What follows belongs to an exercise in optimizing a design on an open flow for small area, a short achievable clock period and few clock cycles per item; a production flow would make more cautious choices.
Only simulation tests tie the RTL to the original design; equivalence was not proved.
Power figures rest on the tool's default switching activity, not on a simulated workload.

### flow/run.sh
#!/bin/bash
# synth_recipe.tcl (not shown) runs the flow's synth.tcl, then flattens the netlist and writes it again
# the make line also repeats each setting of config.mk as NAME=value (left out here)
make -C /OpenROAD-flow-scripts/flow DESIGN_CONFIG=/design/flow/config.mk WORK_HOME=/design/flow/orfs CLKGATE_MAP_FILE= SYNTH_SCRIPT=/design/flow/synth_recipe.tcl finish
### flow/design.v
module damask_sincos (
  input  wire        clk,
  input  wire        rst,         
  input  wire        in_valid,
  output wire        in_ready,
  input  wire [31:0] in_angle,    
  output reg         out_valid,
  output reg  [31:0] out_sin,     
  output reg  [31:0] out_cos      
);
  localparam integer NITER = 34;
  localparam signed [39:0] X_INIT = 40'sh26dd3b6a11;
  reg               busy;       
  reg               fin;        
  reg        [5:0]  iter;
  reg        [1:0]  quad;
  reg signed [39:0] x;
  reg signed [39:0] y;
  reg signed [38:0] z;          
  assign in_ready = !busy && !fin;
  wire [1:0]  in_quad = in_angle[31:30] + {1'b0, in_angle[29]};
  wire [31:0] in_res  = in_angle - {in_quad, 30'd0};
  wire signed [38:0] z_init = {{7{in_res[31]}}, in_res} <<< 8;
  reg signed [38:0] atan_i;
  always @(*) begin
    case (iter)
      6'd0: atan_i = 39'h2000000000;
      6'd1: atan_i = 39'h12e4051d9e;
      6'd2: atan_i = 39'h9fb385b5f;
      6'd3: atan_i = 39'h51111d41e;
      6'd4: atan_i = 39'h28b0d430e;
      6'd5: atan_i = 39'h145d7e159;
      6'd6: atan_i = 39'ha2f61e5c;
      6'd7: atan_i = 39'h517c5512;
      6'd8: atan_i = 39'h28be5347;
      6'd9: atan_i = 39'h145f2ebb;
      6'd10: atan_i = 39'ha2f9801;
      6'd11: atan_i = 39'h517cc15;
      6'd12: atan_i = 39'h28be60d;
      6'd13: atan_i = 39'h145f307;
      6'd14: atan_i = 39'ha2f983;
      6'd15: atan_i = 39'h517cc2;
      6'd16: atan_i = 39'h28be61;
      6'd17: atan_i = 39'h145f30;
      6'd18: atan_i = 39'ha2f98;
      6'd19: atan_i = 39'h517cc;
      6'd20: atan_i = 39'h28be6;
      6'd21: atan_i = 39'h145f3;
      6'd22: atan_i = 39'ha2fa;
      6'd23: atan_i = 39'h517d;
      6'd24: atan_i = 39'h28be;
      6'd25: atan_i = 39'h145f;
      6'd26: atan_i = 39'ha30;
      6'd27: atan_i = 39'h518;
      6'd28: atan_i = 39'h28c;
      6'd29: atan_i = 39'h146;
      6'd30: atan_i = 39'ha3;
      6'd31: atan_i = 39'h51;
      6'd32: atan_i = 39'h29;
      6'd33: atan_i = 39'h14;
      default: atan_i = 39'h0;
    endcase
  end
  wire signed [39:0] x_sh = x >>> iter;
  wire signed [39:0] y_sh = y >>> iter;
  wire               dir  = z[38];   
  wire signed [39:0] x_nx = dir ? x + y_sh : x - y_sh;
  wire signed [39:0] y_nx = dir ? y - x_sh : y + x_sh;
  wire signed [38:0] z_nx = dir ? z + atan_i : z - atan_i;
  function [31:0] sat_q31;
    input signed [40:0] v;      
    begin
      if (v > 41'sd2147483647)
        sat_q31 = 32'h7fff_ffff;
      else if (v < -41'sd2147483648)
        sat_q31 = 32'h8000_0000;
      else
        sat_q31 = v[31:0];
    end
  endfunction
  wire signed [40:0] x_rnd = ($signed({x[39], x}) + 41'sd64) >>> 7;
  wire signed [40:0] y_rnd = ($signed({y[39], y}) + 41'sd64) >>> 7;
  wire [31:0] c_q   = sat_q31(x_rnd);
  wire [31:0] s_q   = sat_q31(y_rnd);
  wire [31:0] c_neg = sat_q31(-x_rnd);
  wire [31:0] s_neg = sat_q31(-y_rnd);
  always @(posedge clk) begin
    if (rst) begin
      busy      <= 1'b0;
      fin       <= 1'b0;
      iter      <= 6'd0;
      quad      <= 2'd0;
      x         <= 40'sd0;
      y         <= 40'sd0;
      z         <= 39'sd0;
      out_valid <= 1'b0;
      out_sin   <= 32'd0;
      out_cos   <= 32'd0;
    end else begin
      out_valid <= 1'b0;
      if (in_valid && in_ready) begin
        busy <= 1'b1;
        iter <= 6'd0;
        quad <= in_quad;
        x    <= X_INIT;
        y    <= 40'sd0;
        z    <= z_init;
      end else if (busy) begin
        x    <= x_nx;
        y    <= y_nx;
        z    <= z_nx;
        iter <= iter + 6'd1;
        if (iter == NITER[5:0] - 6'd1) begin
          busy <= 1'b0;
          fin  <= 1'b1;
        end
      end else if (fin) begin
        fin       <= 1'b0;
        out_valid <= 1'b1;
        case (quad)
          2'd0: begin out_sin <= s_q;   out_cos <= c_q;   end
          2'd1: begin out_sin <= c_q;   out_cos <= s_neg; end
          2'd2: begin out_sin <= s_neg; out_cos <= c_neg; end
          default: begin out_sin <= c_neg; out_cos <= s_q; end
        endcase
      end
    end
  end
endmodule
### flow/config.mk
export PLATFORM = sky130hd
export DESIGN_NAME = damask_sincos
export DESIGN_NICKNAME = damask_sincos
export VERILOG_FILES = /design/flow/design.v
export SDC_FILE = /design/flow/constraint.sdc
export NUM_CORES = 4
export LEC_CHECK = 0
export CAP_MARGIN = 20
export CORE_MARGIN = 2
export CORE_UTILIZATION = 40
export SLEW_MARGIN = 20
### flow/constraint.sdc
create_clock -name core_clock -period 7.0 [get_ports {clk}]
set_input_delay 1.4000 -clock core_clock [delete_from_list [all_inputs] [get_ports {clk}]]
set_output_delay 1.4000 -clock core_clock [all_outputs]
set_load 0.01 [all_outputs]
==> results.toml <==
[synthesis]
synth_xor_area_share_pct = 9.98
synth.avg_cell_area_um2 = 7.58
synth_flop_cell = "dfxtp_1"
syn_area_um2 = 30200
yosysWarnings = 1
synth_nets = 4155
synth_compound_area_share_pct = 27.3
synth_top_family_by_area = "compound AO/OA/AOI/OAI gates"
synth_enable_flop_cells = 0
syn_inst = 3980
muxShareOfSynthArea_pct = 13.6
synth-seq-cells = 232
postSynth.asyncResetShare_pct = 0
yosysUniqueCellTypes = 109
yosys.area_share.simple_pct = 22.5
ys_seq_area_share_pct = 15.4
synthAdderAreaFrac_pct = 5.88

[worst_hold_path]
min_to = "out_sin[30]$_SDFFE_PP0P_"
min-delay-start = "out_sin[30]$_SDFFE_PP0P_"
min_path_type = "reg -> reg"
hold_depth = 1

[clocking]
cts_max_level = 1
clkSinkCount = 232
cts_buffers = 31
cts_hold_buf = 0
clkSlewWorstSetupHoldPaths_ns = 0.06
insertion_delay_ns = 0.64
cts_buffer_depth = 3
cts_tree = "built"
cts_root_buf = "clkbuf_16"

[route]
vias = 32900
wl_per_cell_um = 26.4
drtAntennaViolNets = 0
drt-vias-per-instance = 6.59
drc_errors = 0
first_pass_iters = 6
drt-initial-drc-count = 3794
wl_um = 132000

[placement]
port-buffer-count = 100
place.gp.congestion = 1.07
dp.cells = 4927
dp_hpwl_um = 98000

[sta]
slew_violations = 0
max_freq_mhz = 150
rsz0062_at_grt = "no"
tightestPinTransition_ns = 1.19
fin_setup_tns_ns = 0
slew_headroom_pct = 20.1
setup_viol = 0
post-route-period-util_pct = 95.1
fin_hold_ws_ns = 0.451
skew_ns = 0.0246
timing.final.crit_period_ns = 6.66
final-hold-violation-count = 0

[global_route]
grt_overflow = 0
grt_pass1_vias = 30700
grt_pass1_wl_um = 196000
grt_use_total_pct = 32.6
antenna_found_initial = 2
grt_max_degree = 70

[critical_path]
cp_slowest_cell = "mux4_2"
cp.arrival_ns = 7.21
r2r_setup_slack_ns = 0.34
r2r_end = "y[39]$_SDFFE_PP0P_"
cp_max_fo = 29
cp_cell_sequence = "buf_16 > buf_6 > mux4_2 > mux4_2 > a222oi_1 > mux2i_1 > nor4b_2 > buf_4 > nand3_1 > nor2_1 > a21oi_1 > xor2_1 > ha_1 > o2111ai_1 > o21ai_0 > a21o_1 > a31oi_1 > o21ba_2 > o31ai_1 > a211oi_1 > xnor2_1 > or3_1 > a21oi_1"
reg2regPathDepth = 23
critPathKind = "reg -> reg"
rr_startpoint = "iter[1]$_SDFFE_PP0P_"
setup.worst_path.end_class = "flip-flop"
critPathMaxStageDelay_ns = 0.56
worstSetupStartpointType = "flip-flop"
critPathRequiredTime_ns = 7.55

[die]
die_h_um = 279
die_w_um = 279
start_util_pct = 40.5
io_pins = 101
core_um2 = 74600
die_area_um2 = 77700
num_rows = 100

[layout]
fill_cells = 7586
fin_nets = 4168
drive_gt1_share_pct = 13.2
syn2layout_area_growth_pct = 12.1
seqCellArea_um2 = 4670
fin_cells = 4988
multi_input_area_um2 = 24000

[pwr]
powerDensity_nw_per_um2 = 460
p_leak_nw = 13.0
ir_drop_v = 0.000281

[run]
maxCapViolations = 0

[status]
status = "complete, no violations"
## stage by stage
stage	total power [mW]	area (um^2)	util, %	worst slack [ns]
floorplan	10.2	30200	-	0.421
finish	15.6	33800	45.4	0.341
detailed placement	13.4	32700	43.8	0.206
CTS	15.2	33800	45.3	0.176
global route	16.6	33800	45.4	0.0213
global placement	13.4	32700	43.8	0.352
## cell families (layout without fill, tap and decap cells)
kind of cell	Yosys count	after routing
xor+xnor	344	344
fa+ha+maj	140	140
other cells	0	1
compound gates	1248	1248
flops	232	232
buf+inv	399	437
simple gates	1358	1358
mux	259	259
## state kept, by name (all words and copies together), names as in the netlist, 2 cells and up
register  cells
x            40
atan_i       38
quad          2
out_sin      32
y            40
iter          6
out_cos      32
z            39
## area by class of cell
type / instances / share of cell area [%]
Multi-Input combinational cell: 3349 / 70.9
Sequential cell: 232 / 13.8
Timing Repair Buffer: 295 / 7.61
Tap cell: 969 / 3.58
Clock buffer: 42 / 2.65
Inverter: 84 / 0.932
Clock inverter: 16 / 0.518
Antenna cell: 1 / 0.00740
## cells in the final DEF (no fill, tap or decap), drive strengths merged, types with 67 or more instances in the layout
cell           Yosys  layout
a21o              89      89
a21oi            357     357
a31oi             67      67
buf               92     195
clkdlybuf4s50      0      99
dfxtp            232     232
ha               137     137
inv               81      82
mux2i             96      96
mux4             116     116
nand2            348     348
nand3             96      96
nor2             395     395
nor3             110     110
o21ai            234     234
xnor2            190     190
xor2             154     154
## metal layers
metal | part of all wire (%) | vias to the layer above | track usage, %
met5 | 0 | - | 0
met1 | 39 | 15700 | 40.6
met2 | 45 | 1838 | 52.2
li1 | - | 14900 | -
met3 | 9.1 | 434 | 6.31
met4 | 7.1 | 0 | 19.4
## where the power goes
group	switching [mW]	internal, mW
clock	0.727	0.977
combinational	7.20	4.64
sequential	0.480	1.55
## what timing repair did
item                       in CTS  in global routing
setup buffers                   0                  1
setup endpoints to repair       0                 12
gates resized for setup         0                  7
## synthesized netlist by cell type (12+ instances only)
| library cell | number | area (um^2) |
|---|---|---|
| a211o_1 | 12 | 105 |
| a211oi_1 | 52 | 390 |
| a21o_1 | 89 | 668 |
| a21oi_1 | 357 | 1790 |
| a221oi_1 | 18 | 158 |
| a22o_1 | 16 | 140 |
| a22oi_1 | 47 | 353 |
| a31oi_1 | 67 | 419 |
| and2_1 | 43 | 269 |
| and3_1 | 45 | 282 |
| and4_1 | 22 | 193 |
| buf_1 | 30 | 113 |
| buf_2 | 50 | 250 |
| clkbuf_1 | 221 | 830 |
| dfxtp_1 | 232 | 4640 |
| ha_1 | 137 | 1710 |
| inv_1 | 79 | 297 |
| mux2_2 | 47 | 529 |
| mux2i_1 | 96 | 961 |
| mux4_2 | 116 | 2610 |
| nand2_1 | 348 | 1310 |
| nand2b_1 | 31 | 194 |
| nand3_1 | 92 | 460 |
| nand4_1 | 59 | 369 |
| nor2_1 | 390 | 1460 |
| nor2b_1 | 32 | 200 |
| nor3_1 | 109 | 546 |
| nor3b_1 | 13 | 97.6 |
| nor4_1 | 36 | 225 |
| o211a_1 | 14 | 140 |
| o211ai_1 | 39 | 293 |
| o21a_1 | 41 | 308 |
| o21ai_0 | 228 | 1140 |
| o21bai_1 | 15 | 113 |
| o221ai_1 | 19 | 166 |
| o22ai_1 | 41 | 257 |
| o31a_1 | 20 | 175 |
| o31ai_1 | 29 | 218 |
| or2_2 | 29 | 181 |
| or3_1 | 30 | 188 |
| or4_1 | 14 | 105 |
| xnor2_1 | 190 | 1660 |
| xor2_1 | 154 | 1350 |
## worst max-delay path by stage
stage | from | to | slack, ns | depth (start not counted)
2_1_floorplan | iter[0]$_SDFFE_PP0P_ | x[39]$_SDFFE_PP0P_ | 0.42 | 30
3_3_place_gp | iter[1]$_SDFFE_PP0P_ | y[39]$_SDFFE_PP0P_ | 0.35 | 22
3_5_place_dp | iter[1]$_SDFFE_PP0P_ | y[39]$_SDFFE_PP0P_ | 0.21 | 22
4_1_cts | iter[1]$_SDFFE_PP0P_ | y[39]$_SDFFE_PP0P_ | 0.18 | 22
5_1_grt | iter[1]$_SDFFE_PP0P_ | x[39]$_SDFFE_PP0P_ | 0.02 | 27
6_report | iter[1]$_SDFFE_PP0P_ | y[39]$_SDFFE_PP0P_ | 0.34 | 23
## critical path, delay by kind of cell, from the launching register on
kind	cells	cell delay (ns)
mux	3	1.29
flops	1	0.45
simple gates	4	1.20
fa+ha+maj	1	0.41
compound gates	10	2.17
xor+xnor	2	0.35
buf+inv	3	0.68
Testbench counts, summed over its fixed seeds: cycles 73,736, items 2,048.

==> afterwards: timing with drivers on the ports <==
How much do the figures lean on ideal ports? The routed layout below was timed once more, with nothing changed but the port constraints.
Step 1 (the two cells are an assumption about what drives the block):
set clk [get_ports {clk}]
set_driving_cell -lib_cell sky130_fd_sc_hd__clkbuf_16 $clk
set_driving_cell -lib_cell sky130_fd_sc_hd__buf_2 [delete_from_list [all_inputs] $clk]
Step 2 moves the port delays by t, midway between the first and last clock arrival at a register: inputs arrive t later, outputs are due t later. That takes back most of the time a late clock gives input paths.
Three values: ideal ports, drivers, drivers and shift; two values: the first two.
shift t [ns]: 0.692
setup slack, ns: 0.341 / 0.341 / 0.341
worst setup path after step 2: register to register
worst data-port slew with drivers (ns): 0.12
pins driven straight from the clock port: 1
After both steps setup and hold are still met in this run. The setup slack of this run moves by 0.000 ns with the drivers and by 0.000 ns with both steps.
